Source: an optimization exercise on an open RTL-to-GDS flow (aim: small area). Production flows keep margins and buffers that such runs may drop. RTL that was checked went through simulation tests only; none was proved equivalent to the original. No functional check of the RTL was part of run 5. Power and IR drop assume default switching activity.

[design/flow/run.sh]
#!/bin/bash
# synth_recipe.tcl (not shown) runs the flow's synth.tcl, then flattens the netlist and writes it again
# the make line also repeats each setting of config.mk as NAME=value (left out here)
make -C /OpenROAD-flow-scripts/flow DESIGN_CONFIG=/design/flow/config.mk WORK_HOME=/design/flow/orfs CLKGATE_MAP_FILE= SYNTH_SCRIPT=/design/flow/synth_recipe.tcl finish
[design/flow/config.mk]
export PLATFORM = sky130hd
export DESIGN_NAME = le_law
export DESIGN_NICKNAME = le_law
export VERILOG_FILES = /design/flow/design.v
export SDC_FILE = /design/flow/constraint.sdc
export NUM_CORES = 4
export LEC_CHECK = 0
export ABC_CLOCK_PERIOD_IN_PS = 16000
export CAP_MARGIN = 20
export CORE_MARGIN = 2
export CORE_UTILIZATION = 50
export CTS_CLUSTER_DIAMETER = 60
export CTS_CLUSTER_SIZE = 30
export SLEW_MARGIN = 20
[design/flow/constraint.sdc]
create_clock -name core_clock -period 20.0 [get_ports {clk}]
set_input_delay 4.0000 -clock core_clock [delete_from_list [all_inputs] [get_ports {clk}]]
set_output_delay 4.0000 -clock core_clock [all_outputs]
set_load 0.01 [all_outputs]
[design/flow/design.v]
module le_core (
    input  wire        clk,
    input  wire        rst,
    input  wire        issue,
    input  wire        deliver,
    input  wire [2:0]  op,
    input  wire [31:0] a,
    input  wire [31:0] b,
    input  wire        gt,
    input  wire        eq,
    output wire        busy,
    output wire        done,
    output reg  [31:0] res
);
    localparam O_ADD = 3'd1, O_MUL = 3'd2, O_DIV = 3'd3, O_SELLT = 3'd4,
               O_SELGT = 3'd5, O_PASS = 3'd6;
    localparam C_IDLE = 4'd0, C_NIN = 4'd1, C_ALIGN = 4'd2, C_ADDS = 4'd3,
               C_MUL = 4'd4, C_DIV = 4'd5, C_MOVE = 4'd6, C_NORM = 4'd7,
               C_ROUND = 4'd8, C_DONE = 4'd9;
    localparam SP_NONE = 2'd0, SP_NAN = 2'd1, SP_INF = 2'd2, SP_ZERO = 2'd3;
    reg [3:0]  cs;
    reg [27:0] P, Q;
    reg [23:0] M;
    reg signed [9:0] E;
    reg [4:0]  cnt;
    reg        S, ZS, SUB, ST, RND, ISDIV;
    reg [1:0]  SPEC;
    assign busy = (cs != C_IDLE) && (cs != C_DONE);
    assign done = (cs == C_DONE);
    wire [7:0]  ea = a[30:23], eb = b[30:23];
    wire [22:0] fa = a[22:0],  fb = b[22:0];
    wire        sa = a[31],    sb = b[31];
    wire a_ez = (ea == 8'd0), b_ez = (eb == 8'd0);
    wire a_em = (ea == 8'hFF), b_em = (eb == 8'hFF);
    wire a_fz = (fa == 23'd0), b_fz = (fb == 23'd0);
    wire a_nan = a_em & ~a_fz, b_nan = b_em & ~b_fz;
    wire a_inf = a_em & a_fz,  b_inf = b_em & b_fz;
    wire a_zero = a_ez & a_fz, b_zero = b_ez & b_fz;
    wire a_sub = a_ez & ~a_fz, b_sub = b_ez & ~b_fz;
    wire [7:0]  ea1 = {ea[7:1], ea[0] | a_ez};
    wire [7:0]  eb1 = {eb[7:1], eb[0] | b_ez};
    wire [23:0] ma = {~a_ez, fa};
    wire [23:0] mb = {~b_ez, fb};
    wire nn = ~a_nan & ~b_nan & ~(a_zero & b_zero);
    wire ge = gt | eq;
    wire flt_ab = nn & ((sa != sb) ? sa : (sa ? gt : ~ge));
    wire flt_ba = nn & ((sa != sb) ? sb : (sa ? ~ge : gt));
    reg        selx;
    always @* begin
        case (op)
            O_ADD:   selx = ge;
            O_SELLT: selx = ~flt_ab;
            O_SELGT: selx = ~flt_ba;
            O_MUL:   selx = 1'b0;
            default: selx = 1'b1;
        endcase
    end
    wire [23:0] mx  = selx ? ma : mb;
    wire [23:0] mz  = selx ? mb : ma;
    wire [7:0]  ex1 = selx ? ea1 : eb1;
    wire [7:0]  ez1 = selx ? eb1 : ea1;
    wire        sx  = selx ? sa : sb;
    wire        x_nan = selx ? a_nan : b_nan;
    wire        x_inf = selx ? a_inf : b_inf;
    wire        opmul = (op == O_MUL);
    wire signed [9:0] texp = $signed({2'b00, ex1}) + (opmul ? $signed({2'b00, ez1}) : -$signed({2'b00, ez1}));
    wire [4:0]  dcap = (texp > 10'sd27) ? 5'd27 : texp[4:0];
    reg  [27:0] yop;
    reg         yneg;
    always @* begin
        yop  = 28'd0;
        yneg = 1'b0;
        case (cs)
            C_MUL:   yop = Q[3] ? {1'b0, M, 3'b000} : 28'd0;
            C_DIV:   begin yop = {1'b0, M, 3'b000}; yneg = 1'b1; end
            C_ADDS:  begin yop = {Q[27:1], Q[0] | ST}; yneg = SUB; end
            C_ROUND: yop = {24'd0, P[2] & (P[1] | P[0] | ST | P[3]), 3'b000};
            default: ;
        endcase
    end
    wire [28:0] sum = {1'b0, P} + {1'b0, yop ^ {28{yneg}}} + {28'd0, yneg};
    wire        dge = sum[28];           
    wire pz = (P == 28'd0);
    wire [27:0] pre = (cs == C_DIV && !dge) ? P : sum;    
    reg p_sr, p_sl, p_q, q_sr, q_sl, q_clr, m_sl, e_inc, e_dec, c_dec, st_in;
    reg [3:0] cs_n;
    always @* begin
        p_sr = 1'b0; p_sl = 1'b0; p_q = 1'b0; q_sr = 1'b0; q_sl = 1'b0; q_clr = 1'b0;
        m_sl = 1'b0; e_inc = 1'b0; e_dec = 1'b0; c_dec = 1'b0; st_in = 1'b0;
        cs_n = cs;
        case (cs)
            C_NIN: begin
                if (!M[23]) begin
                    m_sl = 1'b1; e_inc = ISDIV; e_dec = ~ISDIV;
                end else if (ISDIV ? !P[26] : !Q[26]) begin
                    p_sl = ISDIV; q_sl = ~ISDIV; e_dec = 1'b1;
                end else
                    cs_n = ISDIV ? C_DIV : C_MUL;
            end
            C_ALIGN: begin
                if (cnt == 5'd27) begin
                    q_clr = 1'b1; st_in = |Q; cs_n = C_ADDS;
                end else if (cnt != 5'd0) begin
                    q_sr = 1'b1; st_in = Q[0]; c_dec = 1'b1;
                end else
                    cs_n = C_ADDS;
            end
            C_ADDS: begin q_clr = 1'b1; cs_n = C_NORM; end
            C_MUL: begin
                q_sr = 1'b1;
                if (cnt != 5'd0) begin p_sr = 1'b1; st_in = pre[0]; c_dec = 1'b1; end
                else cs_n = C_NORM;
            end
            C_DIV: begin
                p_sl = 1'b1; q_sl = 1'b1; c_dec = 1'b1;
                if (cnt == 5'd0) cs_n = C_MOVE;
            end
            C_MOVE: begin p_q = 1'b1; q_clr = 1'b1; cs_n = C_NORM; end
            C_NORM: begin
                if (P[27]) begin
                    p_sr = 1'b1; st_in = P[0]; e_inc = 1'b1;
                end else if (!P[26] && (E > 10'sd1) && !pz) begin
                    p_sl = 1'b1; e_dec = 1'b1;
                end else if ((E < 10'sd1) && !pz) begin
                    p_sr = 1'b1; st_in = P[0]; e_inc = 1'b1;
                end else
                    cs_n = RND ? C_DONE : C_ROUND;
            end
            C_ROUND: cs_n = C_NORM;
            C_DONE: if (deliver) cs_n = C_IDLE;
            default: cs_n = C_IDLE;
        endcase
    end
    always @(posedge clk) begin
        if (rst) begin
            cs <= C_IDLE;
        end else if (issue) begin
            ST  <= 1'b0;
            RND <= 1'b0;
            ISDIV <= (op == O_DIV);
            M   <= mb;
            case (op)
                O_MUL, O_DIV: begin
                    P <= opmul ? 28'd0 : {1'b0, mx, 3'b000};
                    Q <= opmul ? {1'b0, mz, 3'b000} : 28'd0;
                    E <= texp + (opmul ? -10'sd127 : 10'sd126);
                    S <= sa ^ sb;
                    ZS <= sa ^ sb;
                    SUB <= 1'b0;
                    cnt <= opmul ? 5'd23 : 5'd27;
                    if (opmul) begin
                        if (a_nan | b_nan | (a_inf & b_zero) | (b_inf & a_zero)) SPEC <= SP_NAN;
                        else if (a_inf | b_inf) SPEC <= SP_INF;
                        else if (a_zero | b_zero | (a_sub & b_sub)) SPEC <= SP_ZERO;
                        else SPEC <= SP_NONE;
                    end else begin
                        if (a_nan | b_nan | (a_zero & b_zero) | (a_inf & b_inf)) SPEC <= SP_NAN;
                        else if (a_inf | b_zero) SPEC <= SP_INF;
                        else if (a_zero | b_inf) SPEC <= SP_ZERO;
                        else SPEC <= SP_NONE;
                    end
                    if (a_nan | b_nan | a_inf | b_inf | a_zero | b_zero | (opmul & a_sub & b_sub))
                        cs <= C_DONE;
                    else
                        cs <= C_NIN;
                end
                default: begin   
                    P <= {1'b0, mx, 3'b000};
                    Q <= (op == O_ADD) ? {1'b0, mz, 3'b000} : 28'd0;
                    E <= $signed({2'b00, ex1});
                    S <= sx;
                    ZS <= (op == O_ADD) ? (sa & sb) : sx;
                    SUB <= (op == O_ADD) & (sa ^ sb);
                    cnt <= (op == O_ADD) ? dcap : 5'd0;
                    if (op == O_ADD) begin
                        if (a_nan | b_nan | (a_inf & b_inf & (sa ^ sb))) SPEC <= SP_NAN;
                        else if (a_inf | b_inf) SPEC <= SP_INF;
                        else SPEC <= SP_NONE;
                        cs <= (a_nan | b_nan | a_inf | b_inf) ? C_DONE : C_ALIGN;
                    end else begin
                        if (x_nan) SPEC <= SP_NAN;
                        else if (x_inf) SPEC <= SP_INF;
                        else SPEC <= SP_NONE;
                        cs <= (x_nan | x_inf) ? C_DONE : C_ALIGN;
                    end
                end
            endcase
        end else begin
            cs <= cs_n;
            if (cs == C_ROUND) RND <= 1'b1;
            P <= p_q ? Q : p_sr ? {1'b0, pre[27:1]} : p_sl ? {pre[26:0], 1'b0} : pre;
            if (q_clr)     Q <= 28'd0;
            else if (q_sr) Q <= {1'b0, Q[27:1]};
            else if (q_sl) Q <= {Q[26:0], dge};
            if (m_sl) M <= {M[22:0], 1'b0};
            if (e_inc)      E <= E + 10'sd1;
            else if (e_dec) E <= E - 10'sd1;
            if (c_dec) cnt <= cnt - 5'd1;
            else if (cs == C_ALIGN && cnt == 5'd27) cnt <= 5'd0;
            if (cs == C_ADDS) ST <= 1'b0;
            else if (cs == C_MOVE) ST <= ~pz;
            else ST <= ST | st_in;
        end
    end
    always @* begin
        if (SPEC == SP_NAN)
            res = 32'h7FC00000;
        else if (SPEC == SP_INF)
            res = {S, 8'hFF, 23'd0};
        else if (SPEC == SP_ZERO)
            res = {S, 31'd0};
        else if (pz)
            res = {ZS, 31'd0};
        else if (E > 10'sd254)
            res = {S, 8'hFF, 23'd0};
        else
            res = {S, P[26] ? E[7:0] : 8'd0, P[25:3]};
    end
endmodule
module le_law (
    input  wire        clk,
    input  wire        rst,
    input  wire        cfg_we,
    input  wire [3:0]  cfg_addr,
    input  wire [31:0] cfg_wdata,
    input  wire        in_valid,
    output wire        in_ready,
    input  wire [31:0] in_y,
    input  wire [31:0] in_sp,
    input  wire [31:0] in_ff,
    output reg         out_valid,
    output reg         out_fail,
    output wire [31:0] out_us,
    output wire [31:0] out_r,
    output wire [31:0] out_e,
    output wire [31:0] out_u
);
    localparam W_KP = 0, W_KI = 1, W_KD = 2, W_TF = 3, W_KFF = 4, W_KAW = 5,
               W_UMIN = 6, W_UMAX = 7, W_RATE = 8, W_TS = 9, W_IINIT = 10,
               W_I = 11, W_D = 12, W_XP = 13, W_R = 14, W_T = 15,
               W_1 = 16, W_WE = 17, W_WU = 18, W_WUS = 19;
    localparam NW = 20;
    localparam NCFG = 11;
    localparam O_NONE = 3'd0, O_ADD = 3'd1, O_MUL = 3'd2, O_DIV = 3'd3,
               O_SELLT = 3'd4, O_SELGT = 3'd5, O_PASS = 3'd6;
    reg  [3:0] ph;
    wire       last = (ph == 4'd15);
    reg        run;           
    reg  [5:0] slot;
    reg        rep;           
    reg        first, cond, rz, fail;
    reg        dsrc;
    reg  [1:0] ffsrc;
    reg  [NCFG-1:0] cvalid;   
    reg        cw0;           
    wire core_busy, core_done;
    wire [31:0] core_res;
    wire act = run & ~rep;    
    reg  [16*NW-1:0] wl, wh;       
    reg  [NW-1:0]    wen;
    reg  [NW-1:0]    dl, dh;
    wire [NW-1:0]    tl, th;       
    genvar gi;
    generate
        for (gi = 0; gi < NW; gi = gi + 1) begin : g_w
            assign tl[gi] = wl[16*gi];
            assign th[gi] = wh[16*gi];
            always @(posedge clk) begin
                wl[16*gi +: 16] <= {wen[gi] ? dl[gi] : tl[gi], wl[16*gi+1 +: 15]};
                wh[16*gi +: 16] <= {wen[gi] ? dh[gi] : th[gi], wh[16*gi+1 +: 15]};
            end
        end
    endgenerate
    function [1:0] rd(input integer k);
        if (k < NCFG)
            rd = {th[k] & cvalid[k], tl[k] & cvalid[k]};
        else
            rd = {th[k], tl[k]};
    endfunction
    wire [4:0] b0 = {ph, 1'b0};
    wire [4:0] b1 = {ph, 1'b1};
    wire [1:0] s_cfg = {cfg_wdata[b1], cfg_wdata[b0]};
    wire [1:0] s_y   = {in_y[b1],  in_y[b0]};
    wire [1:0] s_sp  = {in_sp[b1], in_sp[b0]};
    wire [1:0] s_ff  = {in_ff[b1], in_ff[b0]};
    reg  [15:0] xal, xah, xbl, xbh;
    wire [1:0]  s_acc = {xah[0], xal[0]};
    reg  [1:0]  bus_a, bus_b;
    reg         neg_a, neg_b;
    wire [1:0]  in_a = rep ? s_acc : {bus_a[1] ^ (neg_a & last), bus_a[0]};
    wire [1:0]  in_b = rep ? {xbh[0], xbl[0]} : {bus_b[1] ^ (neg_b & last), bus_b[0]};
    wire [15:0] nal = {in_a[0], xal[15:1]}, nah = {in_a[1], xah[15:1]};
    wire [15:0] nbl = {in_b[0], xbl[15:1]}, nbh = {in_b[1], xbh[15:1]};
    reg  [31:0] a_next, b_next;
    integer     i;
    always @* begin
        for (i = 0; i < 16; i = i + 1) begin
            a_next[2*i] = nal[i]; a_next[2*i+1] = nah[i];
            b_next[2*i] = nbl[i]; b_next[2*i+1] = nbh[i];
        end
    end
    reg  cgt, ceq;
    wire [1:0] ma2 = {in_a[1] & ~last, in_a[0]};
    wire [1:0] mb2 = {in_b[1] & ~last, in_b[0]};
    wire       pgt = (ph == 4'd0) ? 1'b0 : cgt;
    wire       peq = (ph == 4'd0) ? 1'b1 : ceq;
    wire       ngt = (ma2 != mb2) ? (ma2 > mb2) : pgt;
    wire       neq = peq & (ma2 == mb2);
    reg  spd;
    wire nspd = ((ph == 4'd0) ? 1'b0 : spd) | (s_sp != rd(W_T));
    wire [1:0] s_tp  = cond ? s_sp : rd(W_T);
    wire [1:0] s_r0  = cond ? s_y  : rd(W_R);
    wire [1:0] s_ip  = first ? rd(W_IINIT) : rd(W_I);
    wire [1:0] s_dp  = first ? 2'b00 : rd(W_D);
    wire [1:0] s_ny  = {s_y[1] ^ last, s_y[0]};
    wire [1:0] s_ffv = (ffsrc == 2'd1) ? s_ff : (ffsrc == 2'd2) ? rd(W_WU) : 2'b00;
    reg  [2:0] op;
    reg        chk;
    reg  [4:0] cap;       
    localparam CAP_NONE = 5'd31;
    always @* begin
        bus_a = 2'b00; bus_b = 2'b00; neg_a = 1'b0; neg_b = 1'b0;
        op = O_NONE; chk = 1'b0; cap = CAP_NONE;
        case (slot)
            6'd0:  begin bus_a = rd(W_RATE); bus_b = rd(W_TS); op = O_MUL; end      
            6'd1:  begin bus_a = s_tp; bus_b = s_r0; neg_b = 1'b1; op = O_ADD; end  
            6'd2:  begin bus_a = rd(W_TF); bus_b = rd(W_TS); op = O_ADD;            
                         cap = W_WE; end                                            
            6'd3:  begin bus_a = s_acc; bus_b = rd(W_WE); neg_b = 1'b1; op = O_SELLT; end  
            6'd4:  begin bus_a = rd(W_TF); bus_b = s_acc; op = O_DIV;               
                         cap = W_WU; end                                            
            6'd5:  begin bus_a = s_acc; bus_b = rd(W_WE); op = O_SELGT; end         
            6'd6:  begin bus_a = rd(W_KD); bus_b = rd(W_WU); op = O_DIV;            
                         cap = W_WUS; end                                           
            6'd7:  begin bus_a = rz ? s_tp : s_r0; bus_b = s_acc;                   
                         op = rz ? O_PASS : O_ADD; chk = 1'b1; end
            6'd8:  begin bus_a = rd(W_WUS); bus_b = s_dp; op = O_MUL;               
                         cap = W_1; end                                             
            6'd9:  begin bus_a = s_acc; bus_b = s_y; neg_b = 1'b1; op = O_ADD;      
                         chk = 1'b1; cap = W_WU; end                                
            6'd10: begin cap = W_WUS; end                                           
            6'd11: begin bus_a = dsrc ? s_acc : s_ny;                               
                         bus_b = first ? (dsrc ? s_acc : s_ny) : rd(W_XP);
                         neg_b = 1'b1; op = O_ADD; cap = W_WE; end                  
            6'd12: begin bus_a = rd(W_KP); bus_b = rd(W_WE); op = O_MUL; end        
            6'd13: begin bus_a = rd(W_1); bus_b = s_acc; op = O_MUL; end            
            6'd14: begin bus_a = s_acc; bus_b = s_ip; op = O_ADD; end               
            6'd15: begin bus_a = rd(W_WUS); bus_b = s_acc; op = O_ADD; end          
            6'd16: begin bus_a = rd(W_KFF); bus_b = s_ffv; op = O_MUL;              
                         cap = W_1; end                                             
            6'd17: begin bus_a = rd(W_1); bus_b = s_acc; op = O_ADD;                
                         cap = W_1; end                                             
            6'd18: begin cap = W_WUS; end                                           
            6'd19: begin bus_a = s_acc; bus_b = rd(W_WUS); op = O_ADD; chk = 1'b1; end  
            6'd20: begin bus_a = rd(W_WU); op = O_PASS; end                         
            6'd21: begin bus_a = s_acc; bus_b = rd(W_UMIN); op = O_SELLT;           
                         cap = W_WU; end                                            
            6'd22: begin cap = W_WUS; end                                           
            6'd23: begin bus_a = s_acc; bus_b = rd(W_UMAX); op = O_SELGT; chk = 1'b1; end  
            6'd25: begin bus_a = s_acc; bus_b = rd(W_WU); neg_b = 1'b1; op = O_ADD;  
                         cap = W_WUS; end                                           
            6'd26: begin bus_a = rd(W_KAW); bus_b = rd(W_TS); op = O_MUL; end       
            6'd27: begin bus_a = rd(W_KI); bus_b = rd(W_TS); op = O_MUL;            
                         cap = W_1; end                                             
            6'd28: begin bus_a = s_acc; bus_b = rd(W_1); op = O_MUL; end            
            6'd29: begin bus_a = s_acc; bus_b = rd(W_WE); op = O_MUL; end           
            6'd30: begin cap = W_1; end                                             
            6'd31: begin bus_a = s_ip; bus_b = s_acc; op = O_ADD; end               
            6'd33: begin bus_a = s_acc; bus_b = rd(W_1); op = O_ADD; end            
            default: ;
        endcase
    end
    wire commit_s = act & (slot == 6'd25) & ~fail;    
    wire commit_i = act & (slot == 6'd35) & ~fail;    
    wire [1:0] s_x = dsrc ? rd(W_WE) : s_ny;
    wire cfg_wr = ~run & cfg_we;
    wire take_cfg = cfg_wr & cw0 & last;
    wire take_smp = act & (slot == 6'd25) & last;
    assign in_ready = take_cfg | take_smp;
    integer k;
    always @* begin
        wen = {NW{1'b0}};
        dl  = {NW{1'b0}};
        dh  = {NW{1'b0}};
        for (k = 0; k < NCFG; k = k + 1) begin
            wen[k] = cfg_wr & (cfg_addr == k);
            dl[k] = s_cfg[0]; dh[k] = s_cfg[1];
        end
        wen[W_I]  = commit_i;           dl[W_I]  = s_acc[0];    dh[W_I]  = s_acc[1];
        wen[W_D]  = commit_s;           dl[W_D]  = tl[W_1];     dh[W_D]  = th[W_1];
        wen[W_XP] = commit_s;           dl[W_XP] = s_x[0];      dh[W_XP] = s_x[1];
        wen[W_R]  = commit_s;           dl[W_R]  = tl[W_WUS];   dh[W_R]  = th[W_WUS];
        wen[W_T]  = commit_s & cond;    dl[W_T]  = s_sp[0];     dh[W_T]  = s_sp[1];
        for (k = W_1; k < NW; k = k + 1) begin
            wen[k] = act & (cap == k);
            dl[k] = s_acc[0]; dh[k] = s_acc[1];
        end
    end
    wire bnd   = last & run;
    wire adv   = bnd & ~core_busy;
    wire issue = adv & (op != O_NONE);
    reg  ck;     
    le_core u_core (.clk(clk), .rst(rst), .issue(issue), .deliver(adv), .op(op),
                    .a(a_next), .b(b_next), .gt(ngt), .eq(neq),
                    .busy(core_busy), .done(core_done), .res(core_res));
    wire pnan_y  = (in_y[30:23] == 8'hFF) && (in_y[22:0] != 0);
    wire pnan_sp = (in_sp[30:23] == 8'hFF) && (in_sp[22:0] != 0);
    wire pnan_ff = (in_ff[30:23] == 8'hFF) && (in_ff[22:0] != 0);
    wire pnan = pnan_y | pnan_sp | ((ffsrc == 2'd1) & pnan_ff);
    integer j;
    always @(posedge clk) begin
        if (adv & core_done) begin
            for (j = 0; j < 16; j = j + 1) begin
                xal[j] <= core_res[2*j];
                xah[j] <= core_res[2*j+1];
            end
        end else begin
            xal <= nal; xah <= nah;
        end
        xbl <= nbl; xbh <= nbh;
        cgt <= ngt; ceq <= neq;
        spd <= nspd;
        out_valid <= 1'b0;
        if (rst) begin
            ph <= 4'd0;
            run <= 1'b0;
            slot <= 6'd0;
            rep <= 1'b0;
            first <= 1'b1;
            fail <= 1'b0;
            cvalid <= {NCFG{1'b0}};
            dsrc <= 1'b0;
            ffsrc <= 2'd0;
            cw0 <= 1'b0;
            out_fail <= 1'b0;
        end else begin
            ph <= ph + 4'd1;
            if (ph == 4'd0) cw0 <= cfg_wr;
            if (take_cfg) begin
                if (cfg_addr < NCFG) cvalid[cfg_addr] <= 1'b1;
                if (cfg_addr == 4'd11) begin dsrc <= cfg_wdata[0]; ffsrc <= cfg_wdata[2:1]; end
                if (cfg_addr == 4'd12) first <= 1'b1;
            end
            if (~run) begin
                if (last & in_valid) begin
                    run  <= 1'b1;
                    slot <= 6'd0;
                    rep  <= 1'b0;
                    fail <= 1'b0;
                end
            end else if (last) begin
                if (core_busy) begin
                    rep <= 1'b1;
                end else begin
                    rep <= 1'b0;
                    if (core_done & ck & (&core_res[30:23])) fail <= 1'b1;
                    if (slot <= 6'd24 && pnan) fail <= 1'b1;
                    if (issue) ck <= chk;
                    if (slot == 6'd0) begin
                        cond <= first | nspd;
                        rz <= (a_next[30:0] == 31'd0);
                    end
                    if (slot == 6'd35) begin
                        run <= 1'b0;
                        out_valid <= 1'b1;
                        out_fail <= fail;
                        if (~fail) first <= 1'b0;
                    end else
                        slot <= slot + 6'd1;
                end
            end
        end
    end
    genvar go;
    generate
        for (go = 0; go < 16; go = go + 1) begin : g_o
            assign out_us[2*go] = wl[16*W_WUS + go]; assign out_us[2*go+1] = wh[16*W_WUS + go];
            assign out_r[2*go]  = wl[16*W_R + go];   assign out_r[2*go+1]  = wh[16*W_R + go];
            assign out_e[2*go]  = wl[16*W_WE + go];  assign out_e[2*go+1]  = wh[16*W_WE + go];
            assign out_u[2*go]  = wl[16*W_WU + go];  assign out_u[2*go+1]  = wh[16*W_WU + go];
        end
    endgenerate
endmodule
==> results.cfg, run 1 <==
[status]
status = no timing/DRC/antenna violations

[floorplan]
pin_count = 267
rows = 92
coreArea_um2 = 62900
die_x_um = 256
die_area_um2 = 65400
initial_core_util = 0.504
die-height_um = 256

[yosys]
synth-adder-area-share = 0.0276
syn-num-nets = 3088
synth_edf_count = 106
ys_warn_count = 2
synthCells = 2884
synth_xor_area_frac = 0.0249
ys_top_cells_by_count = 742 x dfxtp_1, 231 x nand2_1, 156 x nor2_1
synth_top_family_by_area = compound AO/OA/AOI/OAI gates
ys_seq_area_frac = 0.569
avgSynthCellArea_um2 = 11.0
yosys-mux-area-fraction = 0.0666
synth_top_area_cell = dfxtp_1
synthSimpleGateAreaFrac = 0.123
yosys.cell_types.count = 103
synth_compound_area_frac = 0.129
ys.flop_type = dfxtp_1
synthTopCellsByArea = dfxtp_1 47%, edfxtp_1 10%, mux2i_1 3.6%
synth_top_area_frac = 0.469
yosysMostFrequentCell = dfxtp_1
ys_ff_latch = 848
async_reset_ff_frac = 0
netlist_area_um2 = 31700

[min_path]
min_path_type = flop to flop
hold_path_end = wh[153]$_DFF_P_
min_from = wh[154]$_DFF_P_
whs_path_depth = 0

[sta]
fmax_mhz = 79.1
setup_violations = 0
tightest_slew_ps = 1120
fin_crit_ps = 12630
drv_slew = 0
rsz0062_at_grt = no
slew_headroom = 0.254
setup_tns_ps = 0
finalHoldViolations = 0
period_share = 0.632
clock_skew_ps = 46.6

[final_layout]
fin_nets = 3172
finalCoreUtilization = 0.570
drive_gt1_frac = 0.0723
synthToLayoutAreaGrowth_pct = 13.1

[run]
maxCapViolCount = 0

[place]
gp_congestion = 0.920
port_buffers = 266
hpwl_mm = 61.1

[grt]
grt_pass1_wl_mm = 130
top_usage_layer = met2
grt_use_met1 = 0.329
grt_use_met2 = 0.431
grt.overflow.total = 0
track_usage = 0.251
gr-usage-met3 = 0.0337
antenna_found_initial = 1
grt_pass1_vias = 21700
grt_max_degree = 68

[detailed_routing]
vias = 22100
firstDrtPassIters = 5
drtIter0Drc = 1718
wl_mm = 84.2
via_per_inst = 5.75
drc = 0
postRouteAntennaNets = 0
avgRoutedWirePerCell_um = 21.9

[clock_network]
cts_resized = 0
clk_pin_slew_ps = 110
root_buffer = clkbuf_16
cts_buffers = 48
hold_buffers = 0
cts_tree = done
clkSinkCount = 848
cts_setup_buffers = 0
cts.path.max_buffers = 3
htreeDepth = 2
insertion_delay_ps = 650

[setup_path]
r2r-start = slot[5]$_SDFFE_PP0P_
path_class = primary input to flop
critPathLaunchType = primary input
reg2reg_slack_ps = 10190
endpoint_kind = flop
worstPathRequired_ps = 20360
cp_common_cell = ha_1
r2r_end = u_core.E[9]$_DFFE_PP_
arrival_ps = 12990
cp_slowest_stage_delay_ps = 780
crit_fanout = 37
r2r_cells = 36
crit_slowest_cell = a311oi_2

[power]
vdd_drop_max_mv = 0.0827
power_density_nw_per_um2 = 114
p_leak_nw = 13.8
-- report_power, final --
group	switching (mW)	internal (mW)	leakage [nW]
Clock	0.619	0.543	0.863
Sequential	0.116	1.87	7.00
Combinational	0.539	0.400	5.94
-- layout make-up --
class                   instances  area (µm²)
clock inverters                31         548
clock buffers                  52        1240
diodes                          1        2.50
flip-flops and latches        848       18000
inverters                      58         218
fillers                      5404       27000
multi-input cells            1718       11800
well taps                     846        1060
repair buffers                294        2890
-- stage by stage --
stage	power (mW)	hold slack, ps	instance area, µm²	setup WS (ps)	instances
2_1_floorplan	2.66	310	31700	8550	2884
3_3_place_gp	2.92	310	34000	7110	3761
3_5_place_dp	2.94	312	34000	6860	3761
4_1_cts	4.09	311	35800	7450	3844
5_1_grt	4.27	313	35800	6690	3847
6_report	4.09	309	35800	7370	3848
-- worst max path at each step --
stage	cells after the start	endpoint	from	slack [ps]
3_3_place_gp	37	u_core.E[9]$_DFFE_PP_	in_y[15]	7110
6_report	37	u_core.E[9]$_DFFE_PP_	in_y[15]	7370
2_1_floorplan	37	u_core.E[9]$_DFFE_PP_	in_y[15]	8550
4_1_cts	37	u_core.E[9]$_DFFE_PP_	in_y[15]	7450
5_1_grt	39	u_core.E[9]$_DFFE_PP_	in_y[15]	6690
3_5_place_dp	37	u_core.E[9]$_DFFE_PP_	in_y[15]	6860
-- cells by family after synthesis --
group           after synthesis
flops                       848
simple gates                777
compound gates              606
buf+inv                     318
mux                         177
xor+xnor                     90
fa+ha+maj                    68
-- cell usage in the layout (no fill, tap or decap), types with 27 or more instances in the layout --
master           Yosys  routed
nand2_1            231     231
inv_1               54      53
nand3_1             57      57
ha_1                65      65
nor4_1              45      45
a21oi_1            111     111
nor2_1             156     153
xnor2_1             69      69
edfxtp_1           106     106
clkdlybuf4s50_1      0     266
nor3_1              54      52
a22oi_1             37      37
mux2i_1            113     113
nand4_1             41      41
o21ai_0            125     125
nand2b_1            28      28
clkbuf_16            0      49
mux2_2              38      38
o22ai_1             58      58
nor2b_1             27      27
a31oi_1             30      30
a21o_1              30      30
dfxtp_1            742     740
-- per-layer routing --
metal / vias up / part of all wire
li1: 10400 / -
met1: 10700 / 0.43
met2: 804 / 0.48
met3: 147 / 0.055
met4: 0 / 0.029
met5: - / 0
-- flip-flops by register name, summed over array words and instances, names as in the netlist, 2 cells and up --
| signal | count |
|---|---|
| u_core.E | 10 |
| u_core.Q | 28 |
| xal | 16 |
| u_core.cnt | 5 |
| ph | 4 |
| wl | 320 |
| xbh | 16 |
| u_core.P | 28 |
| wh | 320 |
| u_core.SPEC | 2 |
| xah | 16 |
| slot | 6 |
| ffsrc | 2 |
| u_core.M | 24 |
| xbl | 16 |
| cvalid | 11 |
| u_core.cs | 4 |
-- critical path, delay by kind of cell --
family                   cells  cell delay [ps]
AO/OA/AOI/OAI               12             3100
multiplexers                 3              960
adder cells (fa/ha/maj)      4             1200
XOR/XNOR                     2              380
AND/OR/NAND/NOR             12             2320
buffers and inverters        4              980
==> inputs of run 2 (changes only) <==
==> design/flow/config.mk (replaced) <==
export PLATFORM = sky130hd
export DESIGN_NAME = le_law
export DESIGN_NICKNAME = le_law
export VERILOG_FILES = /design/flow/design.v
export SDC_FILE = /design/flow/constraint.sdc
export NUM_CORES = 4
export LEC_CHECK = 0
export ABC_AREA = 1
export ABC_CLOCK_PERIOD_IN_PS = 16000
export CAP_MARGIN = 20
export CORE_MARGIN = 2
export CORE_UTILIZATION = 50
export CTS_CLUSTER_DIAMETER = 100
export CTS_CLUSTER_SIZE = 25
export SLEW_MARGIN = 20
==> run 2 against run 1 <==
Clock power down 16%. Combinational power is 3.7% higher. Via count increased by 6.7%. Routed wire length rose by 4.5%. Synthesized area fell by 0.83%. Non-clock buffer count down 9. Cell area is 1.6% lower. Highest routed layer unchanged. Worst setup slack improved by 1500 ps. Sequential cell count unchanged.
==> results.cfg, run 2 <==
[setup_path]
path_class = primary input to flop
crit_slowest_cell = buf_4
critPathLaunchType = primary input
cp_slowest_stage_delay_ps = 690
crit_fanout = 100
reg2reg_slack_ps = 11080
worstPathRequired_ps = 20360
arrival_ps = 11530
endpoint_kind = flop

[clock_network]
cts_tree = done
insertion_delay_ps = 640
cts.path.max_buffers = 3
cts_resized = 0
root_buffer = clkbuf_16
htreeDepth = 2
clkSinkCount = 848
cts_setup_buffers = 0
hold_buffers = 0
cts_buffers = 43
clk_pin_slew_ps = 90

[floorplan]
coreArea_um2 = 61900
pin_count = 267
die_x_um = 255
initial_core_util = 0.507
rows = 91
die-height_um = 255
die_area_um2 = 64900

[final_layout]
reg_top3 = wh: 320 flops, wl: 320 flops
fin_nets = 3772
fillers = 5605
synthToLayoutAreaGrowth_pct = 12.2
most-common-layout-cells = 741 x dfxtp_1, 625 x nand2_1, 351 x inv_1
fin_area_um2 = 35300
regArea_um2 = 18000
fin_cells = 4434
mostFrequentLayoutCell = dfxtp_1
drive_gt1_frac = 0.0480
multi_input_area_um2 = 10600

[yosys]
synthSimpleGateAreaFrac = 0.177
yosys.cell_types.count = 62
avgSynthCellArea_um2 = 9.05
netlist_area_um2 = 31400
ys_warn_count = 2
ys.flop_type = dfxtp_1
ys_top_cells_by_count = 742 x dfxtp_1, 626 x nand2_1, 351 x inv_1
yosys-mux-area-fraction = 0
synthTopCellsByArea = dfxtp_1 47%, edfxtp_1 10%, nand2_1 7.5%
async_reset_ff_frac = 0
ys_ff_latch = 848
syn-num-nets = 3674
synth_top_family_by_area = simple AND/OR/NAND/NOR gates
synthCells = 3470
synth_xor_area_frac = 0.0209
yosysMostFrequentCell = dfxtp_1
synth_top_area_cell = dfxtp_1
synth-adder-area-share = 0.0278
ys_seq_area_frac = 0.574
synth_compound_area_frac = 0.112
synth_edf_count = 106
synth_top_area_frac = 0.473

[grt]
grt_pass1_wl_mm = 134
track_usage = 0.268
grt_pass1_vias = 23100
antenna_found_initial = 10
grt_max_degree = 101
grt.overflow.total = 0

[power]
power_mw = 3.92
p_leak_nw = 14.7
power_density_nw_per_um2 = 111
vdd_drop_max_mv = 0.0913

[min_path]
min_path_type = flop to flop

[sta]
setup_tns_ps = 0
fin_crit_ps = 11170
setup_violations = 0
clock_skew_ps = 55.3
rsz0062_at_grt = no
drv_slew = 0
tightest_slew_ps = 1030
slew_headroom = 0.312
setup_ws_ps = 8830
period_share = 0.558
fmax_mhz = 89.6
finalHoldViolations = 0

[place]
dp_slack_ps = 8290
port_buffers = 266
hpwl_mm = 66.4
dp.cells = 4360
gp_congestion = 0.984
placed_cell_area_um2 = 33900

[detailed_routing]
vias = 23600
wl_mm = 88.0
drtIter0Drc = 1980
drc = 0
via_per_inst = 5.32
firstDrtPassIters = 6
avgRoutedWirePerCell_um = 19.9
postRouteAntennaNets = 0

[run]
maxCapViolCount = 0

[status]
status = no timing/DRC/antenna violations
-- run 2: cell count changes after synthesis, sizes merged, moves of 27 or more --
cell / change
mux2: -41
inv: +306
a21oi: +43
nor2b: -27
nand2b: -28
o21ai: +151
nand3: +143
nor2: +108
mux2i: -113
nand2: +411
xor2: +33
a21o: -28
xnor2: -48
-- run 2: power breakdown --
group          internal (mW)  leakage (nW)  switching [mW]
registers               1.87          7.01          0.0966
clock network          0.426         0.639           0.551
logic                  0.347          7.01           0.627
-- run 2: metrics by stage --
step / util / hold WS [ps]
floorplan: - / 310
global placement: 0.547 / 310
detailed placement: 0.547 / 312
CTS: 0.569 / 321
global route: 0.569 / 330
finish: 0.569 / 313
-- run 2: worst paths after layout --
| path | startpoint | depth (start not counted) | end |
|---|---|---|---|
| min reg2reg | wl[149]$_DFF_P_ | 0 | wl[148]$_DFF_P_ |
| min | wl[149]$_DFF_P_ | 0 | wl[148]$_DFF_P_ |
| max | in_sp[3] | 50 | u_core.E[8]$_DFFE_PP_ |
| max reg2reg | ph[2]$_SDFF_PP0_ | 50 | u_core.E[8]$_DFFE_PP_ |
-- run 2: cell type report --
| class | count | share of cell area |
|---|---|---|
| clock buffers | 52 | 0.0326 |
| inverters | 368 | 0.0392 |
| repair buffers | 285 | 0.0796 |
| flip-flops and latches | 848 | 0.512 |
| multi-input cells | 2022 | 0.302 |
| clock inverters | 11 | 0.00475 |
| well taps | 837 | 0.0297 |
| diodes | 11 | 0.000781 |
-- run 2: logic make-up (layout without fill, tap and decap cells) --
| logic type | after synthesis | count (layout) |
|---|---|---|
| buffers and inverters | 600 | 716 |
| AOI/OAI and AO/OA | 613 | 613 |
| and+or+nand+nor | 1266 | 1266 |
| xor gates and xnor gates | 75 | 75 |
| other | 0 | 11 |
| DFF | 848 | 848 |
| adders and majority gates | 68 | 68 |
-- run 2: per-layer routing --
metal | part of all wire | track usage | vias up
met3 | 0.050 | 0.0306 | 204
met5 | 0 | 0 | -
met2 | 0.49 | 0.466 | 801
met1 | 0.42 | 0.339 | 11100
li1 | - | - | 11500
met4 | 0.043 | 0.109 | 0
-- run 2: worst max-delay path, delay by kind of cell --
family | cells | cell delay [ps]
AND/OR/NAND/NOR | 26 | 2440
AO/OA/AOI/OAI | 9 | 1870
buffers and inverters | 9 | 1600
adder cells (fa/ha/maj) | 4 | 1240
XOR/XNOR | 2 | 340
==> inputs of run 3 (changes only) <==
--- a/design/flow/config.mk
+++ b/design/flow/config.mk
@@ -5,7 +5,6 @@
 export SDC_FILE = /design/flow/constraint.sdc
 export NUM_CORES = 4
 export LEC_CHECK = 0
-export ABC_AREA = 1
 export ABC_CLOCK_PERIOD_IN_PS = 16000
 export CAP_MARGIN = 20
 export CORE_MARGIN = 2
==> run 3 against run 2 <==
Non-clock buffer count up 8. Combinational power down 3.8%. Synthesized cell count down 17%. Global-route usage down 1.7 points. Clock-buffer cell count down 1. Cell area about the same. Clock skew down 10 ps. Sequential cell count unchanged. Synthesized area up 0.83%.
==> results.cfg, run 3 <==
[status]
status = no timing/DRC/antenna violations

[yosys]
yosys-mux-area-fraction = 0.0666
synthTopCellsByArea = dfxtp_1 47%, edfxtp_1 10%, mux2i_1 3.6%
synth_xor_area_frac = 0.0249
synth-adder-area-share = 0.0276
ys_warn_count = 2
ys_seq_area_frac = 0.569
ys.flop_type = dfxtp_1
ys_top_cells_by_count = 742 x dfxtp_1, 231 x nand2_1, 156 x nor2_1
async_reset_ff_frac = 0
synth_top_family_by_area = compound AO/OA/AOI/OAI gates
avgSynthCellArea_um2 = 11.0
synth_edf_count = 106
ys_ff_latch = 848
synthSimpleGateAreaFrac = 0.123
synth_top_area_cell = dfxtp_1
synthCells = 2884
synth_compound_area_frac = 0.129
yosysMostFrequentCell = dfxtp_1
syn-num-nets = 3088
netlist_area_um2 = 31700
yosys.cell_types.count = 103
synth_top_area_frac = 0.469

[min_path]
min_from = wh[130]$_DFF_P_
min_path_type = flop to flop

[final_layout]
synthToLayoutAreaGrowth_pct = 11.3
most-common-layout-cells = 740 x dfxtp_1, 266 x clkdlybuf4s50_1, 230 x nand2_1
fin_cells = 3822
mostFrequentLayoutCell = dfxtp_1
drive_gt1_frac = 0.0629
reg_top3 = wh: 320 flops, wl: 320 flops
fin_nets = 3164

[setup_path]
critPathLaunchType = primary input
worstSetupStartpoint = in_y[15]
arrival_ps = 13000
path_class = primary input to flop
crit_fanout = 37
worstPathRequired_ps = 20370
cp_slowest_stage_delay_ps = 800
endpoint_kind = flop
r2r-start = slot[5]$_SDFFE_PP0P_
crit_slowest_cell = a311oi_2

[floorplan]
pin_count = 267
rows = 92
die_x_um = 256
die-height_um = 256
die_area_um2 = 65400
initial_core_util = 0.504
coreArea_um2 = 62900

[place]
port_buffers = 266
gp_congestion = 0.920
hpwl_mm = 61.1
dp.cells = 3761

[detailed_routing]
vias = 22000
postRouteAntennaNets = 0
avgRoutedWirePerCell_um = 22.1
via_per_inst = 5.77
wl_mm = 84.3
drc = 0
drtIter0Drc = 1781
firstDrtPassIters = 8

[power]
vdd_drop_max_mv = 0.0800
power_density_nw_per_um2 = 110
p_leak_nw = 13.5

[sta]
fin_crit_ps = 12630
drv_slew = 0
setup_violations = 0
finalHoldViolations = 0
fmax_mhz = 79.1
holdWs_ps = 319
setup_tns_ps = 0
tightest_slew_ps = 1130
slew_headroom = 0.244
clock_skew_ps = 44.9
rsz0062_at_grt = no
period_share = 0.632

[grt]
grt_pass1_vias = 21700
grt.overflow.total = 0
grt_max_degree = 68
grt_pass1_wl_mm = 129
antenna_found_initial = 1
track_usage = 0.251

[clock_network]
cts_resized = 0
cts_tree = done
root_buffer = clkbuf_16
cts_setup_buffers = 0
htreeDepth = 2
clkSinkCount = 848
clk_pin_slew_ps = 100
insertion_delay_ps = 630
hold_buffers = 0
cts.path.max_buffers = 3
cts_buffers = 41

[run]
maxCapViolCount = 0
run 3: changes by cell type after synthesis, sizes merged, moves of 41 or more:
cell	previous run	this run
o21ai	288	137
xnor2	21	69
nand2	644	233
mux2i	0	113
inv	361	55
nor2	267	159
mux2	0	41
nand3	200	57
a21oi	155	112
run 3: worst paths after layout:
path / endpoint / slack, ps / cells past startpoint
setup reg to reg: u_core.E[9]$_DFFE_PP_ / 10180 / 36
setup / recovery: u_core.E[9]$_DFFE_PP_ / 7370 / 37
hold reg to reg: wh[129]$_DFF_P_ / 320 / 0
hold / removal: wh[129]$_DFF_P_ / 320 / 0
run 3: worst max-delay path: cells and delay by family:
kind	cells	cell delay, ps
AO/OA/AOI/OAI	15	3560
AND/OR/NAND/NOR	10	2050
multiplexers	3	950
buffers and inverters	4	1000
XOR/XNOR	1	270
adder cells (fa/ha/maj)	4	1130
run 3: cell type report:
type	count	area (µm²)
Timing Repair Buffer	293	2880
Tap cell	846	1060
Sequential cell	848	18000
Clock buffer	51	1090
Clock inverter	7	124
Inverter	58	218
Antenna cell	1	2.50
Multi-Input combinational cell	1718	11800
Fill cell	5467	27600
run 3: metrics by stage:
| step | area, µm² | setup slack [ps] | util | power (mW) |
|---|---|---|---|---|
| floorplan | 31700 | 8550 | - | 2.66 |
| global placement | 34000 | 7110 | 0.541 | 2.92 |
| detailed placement | 34000 | 6860 | 0.541 | 2.94 |
| CTS | 35200 | 7450 | 0.560 | 3.87 |
| global route | 35300 | 6710 | 0.561 | 4.04 |
| finish | 35300 | 7370 | 0.561 | 3.86 |
run 3: logic make-up after synthesis:
| family | Yosys count |
|---|---|
| AOI/OAI and AO/OA | 606 |
| xor gates and xnor gates | 90 |
| adders and majority gates | 68 |
| buffers and inverters | 318 |
| DFF | 848 |
| muxes | 177 |
| and+or+nand+nor | 777 |
run 3: report_power, final:
part	leakage (nW)	total, mW	switching, mW	internal (mW)
sequential	7.00	1.99	0.117	1.87
combinational	5.93	0.937	0.538	0.399
clock	0.591	0.939	0.528	0.411
total	13.5	3.86	1.18	2.68
run 3: layer usage:
layer  GRT usage  part of all wire  up-vias
li1            -                 -    10400
met1       0.330              0.43    10700
met2       0.429              0.48      763
met3      0.0325             0.058      159
met4      0.0804             0.030        0
met5           0                 0        -
==> inputs of run 4 (changes only) <==
--- a/design/flow/design.v
+++ b/design/flow/design.v
@@ -251,7 +251,7 @@
     reg        first, cond, rz, fail;
     reg        dsrc;
     reg  [1:0] ffsrc;
-    reg  [NCFG-1:0] cvalid;   
+    reg        clr;           
     reg        cw0;           
     wire core_busy, core_done;
     wire [31:0] core_res;
@@ -272,10 +272,7 @@
         end
     endgenerate
     function [1:0] rd(input integer k);
-        if (k < NCFG)
-            rd = {th[k] & cvalid[k], tl[k] & cvalid[k]};
-        else
-            rd = {th[k], tl[k]};
+        rd = {th[k], tl[k]};
     endfunction
     wire [4:0] b0 = {ph, 1'b0};
     wire [4:0] b1 = {ph, 1'b1};
@@ -373,7 +370,7 @@
     wire commit_s = act & (slot == 6'd25) & ~fail;    
     wire commit_i = act & (slot == 6'd35) & ~fail;    
     wire [1:0] s_x = dsrc ? rd(W_WE) : s_ny;
-    wire cfg_wr = ~run & cfg_we;
+    wire cfg_wr = ~run & ~clr & cfg_we;
     wire take_cfg = cfg_wr & cw0 & last;
     wire take_smp = act & (slot == 6'd25) & last;
     assign in_ready = take_cfg | take_smp;
@@ -383,8 +380,8 @@
         dl  = {NW{1'b0}};
         dh  = {NW{1'b0}};
         for (k = 0; k < NCFG; k = k + 1) begin
-            wen[k] = cfg_wr & (cfg_addr == k);
-            dl[k] = s_cfg[0]; dh[k] = s_cfg[1];
+            wen[k] = clr | (cfg_wr & (cfg_addr == k));
+            dl[k] = s_cfg[0] & ~clr; dh[k] = s_cfg[1] & ~clr;
         end
         wen[W_I]  = commit_i;           dl[W_I]  = s_acc[0];    dh[W_I]  = s_acc[1];
         wen[W_D]  = commit_s;           dl[W_D]  = tl[W_1];     dh[W_D]  = th[W_1];
@@ -428,7 +425,7 @@
             rep <= 1'b0;
             first <= 1'b1;
             fail <= 1'b0;
-            cvalid <= {NCFG{1'b0}};
+            clr <= 1'b1;
             dsrc <= 1'b0;
             ffsrc <= 2'd0;
             cw0 <= 1'b0;
@@ -437,12 +434,12 @@
             ph <= ph + 4'd1;
             if (ph == 4'd0) cw0 <= cfg_wr;
             if (take_cfg) begin
-                if (cfg_addr < NCFG) cvalid[cfg_addr] <= 1'b1;
                 if (cfg_addr == 4'd11) begin dsrc <= cfg_wdata[0]; ffsrc <= cfg_wdata[2:1]; end
                 if (cfg_addr == 4'd12) first <= 1'b1;
             end
+            if (last) clr <= 1'b0;
             if (~run) begin
-                if (last & in_valid) begin
+                if (last & in_valid & ~clr) begin
                     run  <= 1'b1;
                     slot <= 6'd0;
                     rep  <= 1'b0;
==> design/flow/flow/run.sh (new file) <==
#!/bin/bash
# Layout: the standard flow, with the port buffers made from the smallest
# buffer cell instead of the one buffer_ports picks by itself. Every input and
# output port still gets its own buffer. The whole make output goes to
# flow_make.log in the work folder.
set -euo pipefail
export BUFFER_PORTS_ARGS="-buffer_cell sky130_fd_sc_hd__buf_1"
bash standard.sh "BUFFER_PORTS_ARGS=-buffer_cell sky130_fd_sc_hd__buf_1" finish > flow_make.log 2>&1
==> design/flow/standard.sh (new file) <==
#!/bin/bash
# synth_recipe.tcl (not shown) runs the flow's synth.tcl, then flattens the netlist and writes it again
# the make line also repeats each setting of config.mk as NAME=value (left out here)
make -C /OpenROAD-flow-scripts/flow DESIGN_CONFIG=/design/flow/config.mk WORK_HOME=/design/flow/orfs CLKGATE_MAP_FILE= SYNTH_SCRIPT=/design/flow/synth_recipe.tcl "${@:-finish}"
removed: design/flow/run.sh
==> run 4 against run 3 <==
Synthesized cell count barely moved. Critical path depth fell by 5. Die area fell by 0.91%. Sequential power fell by 3%. Via count fell by 0.29%. Largest cell class unchanged. Largest power group unchanged.
==> results.cfg, run 4 <==
[sta]
finalHoldViolations = 0
drv_slew = 0
setup_ws_ps = 8320
tightest_slew_ps = 1070
rsz0062_at_grt = no
clock_skew_ps = 27.5
period_share = 0.584
fmax_mhz = 85.6
setup_tns_ps = 0
holdWs_ps = 314
slew_headroom = 0.284
setup_violations = 0
fin_crit_ps = 11680

[final_layout]
finalCoreUtilization = 0.538
drive_gt1_frac = 0.0618
most-common-layout-cells = 730 x dfxtp_1, 265 x buf_1, 259 x nand2_1
fillers = 5504
synthToLayoutAreaGrowth_pct = 6.12
reg_top3 = wh: 320 flops, wl: 320 flops
regArea_um2 = 17800
fin_cells = 3799
fin_area_um2 = 33300
mostFrequentLayoutCell = dfxtp_1
fin_nets = 3143
multi_input_area_um2 = 11800

[clock_network]
hold_buffers = 0
root_buffer = clkbuf_16
clk_pin_slew_ps = 90
cts_tree = done
cts_setup_buffers = 0
insertion_delay_ps = 610
cts.path.max_buffers = 3
htreeDepth = 2
cts_buffers = 41
clkSinkCount = 838
cts_resized = 0

[grt]
grt_pass1_wl_mm = 122
grt_pass1_vias = 21000
grt_use_met2 = 0.371
antenna_found_initial = 4
top_usage_layer = met2
grt_max_degree = 72
grt_use_met1 = 0.354
gr-usage-met3 = 0.0444
track_usage = 0.244
grt.overflow.total = 0

[detailed_routing]
drtIter0Drc = 2030
avgRoutedWirePerCell_um = 21.4
postRouteAntennaNets = 0
via_per_inst = 5.79
drc = 0
wl_mm = 81.5
firstDrtPassIters = 6
vias = 22000

[power]
power_mw = 3.59
power_density_nw_per_um2 = 108
p_leak_nw = 12.6
vdd_drop_max_mv = 0.0994

[yosys]
synth_top_area_cell = dfxtp_1
synth_edf_count = 106
synth_top_area_frac = 0.467
async_reset_ff_frac = 0
ys_top_cells_by_count = 732 x dfxtp_1, 260 x nand2_1, 145 x a21oi_1
avgSynthCellArea_um2 = 10.9
ys_ff_latch = 838
yosysMostFrequentCell = dfxtp_1
ys_seq_area_frac = 0.568
synthCells = 2883
synthTopCellsByArea = dfxtp_1 47%, edfxtp_1 10%, mux2i_1 3.9%
yosys.cell_types.count = 104
ys_warn_count = 2
ys.flop_type = dfxtp_1
netlist_area_um2 = 31400
syn-num-nets = 3082

[setup_path]
reg2reg_slack_ps = 10430
critPathLaunchType = primary input
worstPathRequired_ps = 20460
cp_slowest_stage_delay_ps = 650
r2r_end = u_core.E[9]$_DFFE_PP_
endpoint_kind = flop
r2r-start = slot[0]$_SDFFE_PP0P_
arrival_ps = 12140
critPathTopFamily = compound AO/OA/AOI/OAI gates
crit_slowest_cell = buf_4
crit_fanout = 41
path_class = primary input to flop
cp_num_buf_inv = 3
r2r_cells = 34

[floorplan]
pin_count = 267
die_x_um = 255
rows = 91
coreArea_um2 = 61900
die-height_um = 255
die_area_um2 = 64800
initial_core_util = 0.507

[min_path]
min_path_type = flop to flop
whs_path_depth = 0
min_from = wl[74]$_DFF_P_
hold_path_end = wl[73]$_DFF_P_

[run]
maxCapViolCount = 0

[place]
placed_cell_area_um2 = 32100
hpwl_mm = 58.1
port_buffers = 266
dp.cells = 3738
dp_slack_ps = 7860
gp_congestion = 0.892

[status]
status = no timing/DRC/antenna violations
-- run 4: cell count changes after synthesis, sizes merged, moves of 11 or more --
cell / change
nor3: -11
o21a: -11
nand2: +28
a21oi: +34
mux2: -15
nor2: -14
clkbuf: +12
-- run 4: layout make-up --
cell class,count,area share
Antenna cell,2,0.000150
Clock buffer,51,0.0329
Clock inverter,8,0.00334
Inverter,54,0.00608
Multi-Input combinational cell,1713,0.354
Sequential cell,838,0.536
Tap cell,837,0.0314
Timing Repair Buffer,296,0.0370
-- run 4: power breakdown --
| part | internal [mW] | switching [mW] | leakage [nW] | total (mW) |
|---|---|---|---|---|
| Combinational | 0.309 | 0.433 | 5.16 | 0.742 |
| Sequential | 1.81 | 0.118 | 6.88 | 1.93 |
| Clock | 0.400 | 0.521 | 0.588 | 0.921 |
| Total | 2.52 | 1.07 | 12.6 | 3.59 |
-- run 4: kinds of logic (layout without fill, tap and decap cells) --
kind of cell             Yosys count  count (layout)  synth area share
flip-flops                       838             838             0.568
AO/OA/AOI/OAI                    603             603             0.126
other                              0               2                 0
XOR/XNOR                          99              99            0.0276
buffers and inverters            332             409            0.0583
adder cells (fa/ha/maj)           63              63            0.0258
multiplexers                     178             178            0.0703
AND/OR/NAND/NOR                  770             770             0.124
-- run 4: how the worst max path moves through the flow --
stage	from	endpoint	slack [ps]	depth (start not counted)
CTS	in_y[1]	u_core.E[9]$_DFFE_PP_	8440	32
global placement	in_y[1]	u_core.E[9]$_DFFE_PP_	8070	32
detailed placement	in_y[1]	u_core.E[9]$_DFFE_PP_	7860	32
global route	in_y[7]	u_core.E[9]$_DFFE_PP_	7780	33
floorplan	in_sp[25]	u_core.E[9]$_DFFE_PP_	9080	36
finish	in_y[1]	u_core.E[9]$_DFFE_PP_	8320	32
-- run 4: routing by layer --
metal | routed length, µm | up-vias
li1 | - | 10300
met1 | 37400 | 10700
met2 | 35800 | 843
met3 | 6160 | 142
met4 | 2040 | 4
met5 | 23 | -
==> inputs of run 5 (changes only) <==
--- a/design/flow/design.v
+++ b/design/flow/design.v
@@ -17,14 +17,13 @@
     localparam C_IDLE = 4'd0, C_NIN = 4'd1, C_ALIGN = 4'd2, C_ADDS = 4'd3,
                C_MUL = 4'd4, C_DIV = 4'd5, C_MOVE = 4'd6, C_NORM = 4'd7,
                C_ROUND = 4'd8, C_DONE = 4'd9;
-    localparam SP_NONE = 2'd0, SP_NAN = 2'd1, SP_INF = 2'd2, SP_ZERO = 2'd3;
     reg [3:0]  cs;
     reg [27:0] P, Q;
     reg [23:0] M;
     reg signed [9:0] E;
     reg [4:0]  cnt;
     reg        S, ZS, SUB, ST, RND, ISDIV;
-    reg [1:0]  SPEC;
+    reg        NAN;
     assign busy = (cs != C_IDLE) && (cs != C_DONE);
     assign done = (cs == C_DONE);
     wire [7:0]  ea = a[30:23], eb = b[30:23];
@@ -141,24 +140,18 @@
             M   <= mb;
             case (op)
                 O_MUL, O_DIV: begin
-                    P <= opmul ? 28'd0 : {1'b0, mx, 3'b000};
+                    P <= (opmul | b_inf) ? 28'd0 : {1'b0, mx, 3'b000};
                     Q <= opmul ? {1'b0, mz, 3'b000} : 28'd0;
-                    E <= texp + (opmul ? -10'sd127 : 10'sd126);
+                    E <= (a_inf | (opmul ? b_inf : b_zero)) ? 10'sd255
+                         : texp + (opmul ? -10'sd127 : 10'sd126);
                     S <= sa ^ sb;
                     ZS <= sa ^ sb;
                     SUB <= 1'b0;
                     cnt <= opmul ? 5'd23 : 5'd27;
-                    if (opmul) begin
-                        if (a_nan | b_nan | (a_inf & b_zero) | (b_inf & a_zero)) SPEC <= SP_NAN;
-                        else if (a_inf | b_inf) SPEC <= SP_INF;
-                        else if (a_zero | b_zero | (a_sub & b_sub)) SPEC <= SP_ZERO;
-                        else SPEC <= SP_NONE;
-                    end else begin
-                        if (a_nan | b_nan | (a_zero & b_zero) | (a_inf & b_inf)) SPEC <= SP_NAN;
-                        else if (a_inf | b_zero) SPEC <= SP_INF;
-                        else if (a_zero | b_inf) SPEC <= SP_ZERO;
-                        else SPEC <= SP_NONE;
-                    end
+                    if (opmul)
+                        NAN <= a_nan | b_nan | (a_inf & b_zero) | (b_inf & a_zero);
+                    else
+                        NAN <= a_nan | b_nan | (a_zero & b_zero) | (a_inf & b_inf);
                     if (a_nan | b_nan | a_inf | b_inf | a_zero | b_zero | (opmul & a_sub & b_sub))
                         cs <= C_DONE;
                     else
@@ -173,14 +166,10 @@
                     SUB <= (op == O_ADD) & (sa ^ sb);
                     cnt <= (op == O_ADD) ? dcap : 5'd0;
                     if (op == O_ADD) begin
-                        if (a_nan | b_nan | (a_inf & b_inf & (sa ^ sb))) SPEC <= SP_NAN;
-                        else if (a_inf | b_inf) SPEC <= SP_INF;
-                        else SPEC <= SP_NONE;
+                        NAN <= a_nan | b_nan | (a_inf & b_inf & (sa ^ sb));
                         cs <= (a_nan | b_nan | a_inf | b_inf) ? C_DONE : C_ALIGN;
                     end else begin
-                        if (x_nan) SPEC <= SP_NAN;
-                        else if (x_inf) SPEC <= SP_INF;
-                        else SPEC <= SP_NONE;
+                        NAN <= x_nan;
                         cs <= (x_nan | x_inf) ? C_DONE : C_ALIGN;
                     end
                 end
@@ -203,16 +192,12 @@
         end
     end
     always @* begin
-        if (SPEC == SP_NAN)
+        if (NAN)
             res = 32'h7FC00000;
-        else if (SPEC == SP_INF)
+        else if (E > 10'sd254)
             res = {S, 8'hFF, 23'd0};
-        else if (SPEC == SP_ZERO)
-            res = {S, 31'd0};
         else if (pz)
             res = {ZS, 31'd0};
-        else if (E > 10'sd254)
-            res = {S, 8'hFF, 23'd0};
         else
             res = {S, P[26] ? E[7:0] : 8'd0, P[25:3]};
     end
--- a/design/flow/config.mk
+++ b/design/flow/config.mk
@@ -8,7 +8,7 @@
 export ABC_CLOCK_PERIOD_IN_PS = 16000
 export CAP_MARGIN = 20
 export CORE_MARGIN = 2
-export CORE_UTILIZATION = 50
+export CORE_UTILIZATION = 65
 export CTS_CLUSTER_DIAMETER = 100
 export CTS_CLUSTER_SIZE = 25
 export SLEW_MARGIN = 20
==> run 5 against run 4 <==
Still clean. Cell area is 0.97% lower. Register-to-register slack worse by 600 ps. Final cell count is 6.9% lower. Synthesized cell count is 1.7% lower. Global-route usage is 8.5 points higher. Utilization is 15 points higher. Sequential power hardly changed. First-iteration DRC count is 19% higher. Clock skew is 33 ps higher. Die area is 23% lower. Sequential share of layout area is 0.43 points higher. Total power is 3.9% higher. Critical path type unchanged. Highest routed layer is now met4.
==> results.cfg, run 5 <==
[floorplan]
die_x_um = 223
initial_core_util = 0.656
pin_count = 267
die-height_um = 223
die_area_um2 = 49900
coreArea_um2 = 47600
rows = 80

[yosys]
yosys.cell_types.count = 96
ys_ff_latch = 837
avgSynthCellArea_um2 = 11.0
ys_warn_count = 2
synth_top_area_frac = 0.468
ys_top_cells_by_count = 732 x dfxtp_1, 219 x nand2_1, 144 x nor2_1
ys.flop_type = dfxtp_1
netlist_area_um2 = 31300
synthTopCellsByArea = dfxtp_1 47%, edfxtp_1 10%, mux2i_1 4.2%
yosysMostFrequentCell = dfxtp_1
synthCells = 2833
async_reset_ff_frac = 0
synth_top_area_cell = dfxtp_1
ys_seq_area_frac = 0.569
syn-num-nets = 3032
synth_edf_count = 105

[detailed_routing]
via_per_inst = 6.37
drc = 0
firstDrtPassIters = 7
postRouteAntennaNets = 0
vias = 22500
drtIter0Drc = 2421
wl_mm = 83.6
avgRoutedWirePerCell_um = 23.6

[grt]
grt_max_degree = 63
grt_pass1_wl_mm = 127
grt_pass1_vias = 21900
track_usage = 0.329
grt.overflow.total = 0
antenna_found_initial = 2

[setup_path]
cp_common_cell = a21oi_1
endpoint_kind = flop
r2r_cells = 35
critPathLaunchType = primary input
path_class = primary input to flop
crit_fanout = 55
r2r_end = u_core.E[9]$_DFFE_PP_
worstPathRequired_ps = 20340
arrival_ps = 12950
r2r-start = ph[0]$_SDFF_PP0_
reg2reg_slack_ps = 9830
cp_slowest_stage_delay_ps = 750
crit_slowest_cell = nor4_1

[clock_network]
hold_buffers = 0
cts_setup_buffers = 0
clk_pin_slew_ps = 100
cts_tree = done
clkSinkCount = 837
insertion_delay_ps = 630
root_buffer = clkbuf_16
cts_buffers = 40
htreeDepth = 2
cts_resized = 0
cts.path.max_buffers = 3

[power]
p_leak_nw = 12.7
vdd_drop_max_mv = 0.124
power_density_nw_per_um2 = 113

[min_path]
min_path_type = flop to flop
whs_path_depth = 0
min_from = wl[20]$_DFF_P_
hold_path_end = wl[19]$_DFF_P_

[status]
status = no timing/DRC/antenna violations

[sta]
finalHoldViolations = 0
fmax_mhz = 79.3
setup_violations = 0
tightest_slew_ps = 1140
period_share = 0.631
setup_tns_ps = 0
drv_slew = 0
slew_headroom = 0.240
rsz0062_at_grt = no
fin_crit_ps = 12610
clock_skew_ps = 61.0

[final_layout]
synthToLayoutAreaGrowth_pct = 5.47
mostFrequentLayoutCell = dfxtp_1
finalCoreUtilization = 0.692
reg_top3 = wh: 320 flops, wl: 320 flops
drive_gt1_frac = 0.0671
fin_nets = 3105
most-common-layout-cells = 731 x dfxtp_1, 266 x buf_1, 219 x nand2_1
n_antenna_cell = 0
fin_cells = 3537

[place]
hpwl_mm = 57.3
gp_congestion = 0.958
port_buffers = 266
dp.cells = 3479

[run]
maxCapViolCount = 0
[run 5: cell types whose count changed after synthesis, sizes merged, moves of 9 or more]
cell    change
buf         -9
mux2i      +10
o21ai      -13
nand2      -42
o221ai     -11
a21oi      -21
o22ai       -9
nor2b      -10
xnor2       -9
[run 5: metal layers]
metal | global-route usage | part of all wire | up-vias
met1 | 0.431 | 0.40 | 10800
li1 | - | - | 10200
met4 | 0.137 | 0.047 | 0
met3 | 0.0527 | 0.082 | 253
met2 | 0.545 | 0.47 | 1285
met5 | 0 | 0 | -
[run 5: power by group]
group | leakage, nW | switching [mW] | internal, mW
Sequential | 6.88 | 0.106 | 1.81
Combinational | 5.23 | 0.507 | 0.373
Clock | 0.583 | 0.529 | 0.401
Total | 12.7 | 1.14 | 2.59
[run 5: worst max path at each step]
| stage | endpoint | slack (ps) | depth (start not counted) | startpoint |
|---|---|---|---|---|
| 2_1_floorplan | u_core.E[9]$_DFFE_PP_ | 8540 | 40 | in_ff[31] |
| 3_3_place_gp | u_core.E[9]$_DFFE_PP_ | 7170 | 35 | in_ff[15] |
| 3_5_place_dp | u_core.E[9]$_DFFE_PP_ | 7070 | 35 | in_ff[15] |
| 4_1_cts | u_core.E[9]$_DFFE_PP_ | 7650 | 35 | in_ff[15] |
| 5_1_grt | u_core.E[9]$_DFFE_PP_ | 6940 | 34 | in_ff[13] |
| 6_report | u_core.E[9]$_DFFE_PP_ | 7390 | 35 | in_ff[15] |
[run 5: critical path: cells and delay by family]
family,cells,cell delay (ps)
multiplexers,4,1270
AND/OR/NAND/NOR,11,2540
adder cells (fa/ha/maj),3,970
AO/OA/AOI/OAI,13,2880
buffers and inverters,3,1100
XOR/XNOR,1,180
[run 5: area by class of cell]
type	count	area [µm²]
clock buffer	51	1060
clock inverter	7	145
timing repair buffer	294	1210
inverter	62	233
multi-input combinational	1671	11800
sequential	837	17800
tap	615	769
fill	3474	14700
[run 5: logic make-up (layout without fill, tap and decap cells)]
family                   count (synthesis)  count (layout)  share of synthesized area
flip-flops                             837             837                      0.569
AND/OR/NAND/NOR                        746             746                      0.122
AO/OA/AOI/OAI                          576             576                      0.125
buffers and inverters                  325             414                     0.0574
multiplexers                           194             194                     0.0750
XOR/XNOR                                92              92                     0.0258
adder cells (fa/ha/maj)                 63              63                     0.0259
[run 5: stage by stage]
| step | setup slack (ps) | area (µm²) | hold WS, ps | total power, mW |
|---|---|---|---|---|
| after floorplan | 8540 | 31300 | 310 | 2.57 |
| after global placement | 7170 | 31800 | 310 | 2.78 |
| after detailed placement | 7070 | 31800 | 312 | 2.80 |
| after CTS | 7650 | 33000 | 322 | 3.72 |
| after global routing | 6940 | 33000 | 328 | 3.88 |
| final | 7390 | 33000 | 310 | 3.73 |

[afterwards: timing with drivers on the ports]
How much do the figures lean on ideal ports? The routed layouts below were timed once more, with nothing changed but the port constraints. Step 1 assumes that a clkbuf_16 drives the clock port and a buf_2 every other input. Step 2 times the ports against the registers' clock, not the clock port: input delays grow and output delays shrink by t, the midpoint of the rising clock arrivals with the driver on. Slacks: ideal / step 1 / step 2; pairs: ideal / step 1.
| run | t (ns) | setup WS [ns] | worst setup path after step 2 | clock arrival spread, ns |
|---|---|---|---|---|
| run 1 | 0.691 | 7.366 / 7.400 / 6.709 | input to register | 0.046 / 0.047 |
| run 2 | 0.678 | 8.835 / 8.876 / 8.198 | input to register | 0.056 / 0.055 |
| run 3 | 0.663 | 7.366 / 7.400 / 6.737 | input to register | 0.046 / 0.047 |
| run 4 | 0.658 | 8.317 / 8.354 / 7.696 | input to register | 0.029 / 0.030 |
| run 5 | 0.651 | 7.390 / 7.415 / 6.764 | input to register | 0.061 / 0.061 |
After both steps setup and hold are still met in every run listed. The setup slack of run 1, which loses most, moves by +0.034 ns with the drivers and by -0.657 ns with both steps.
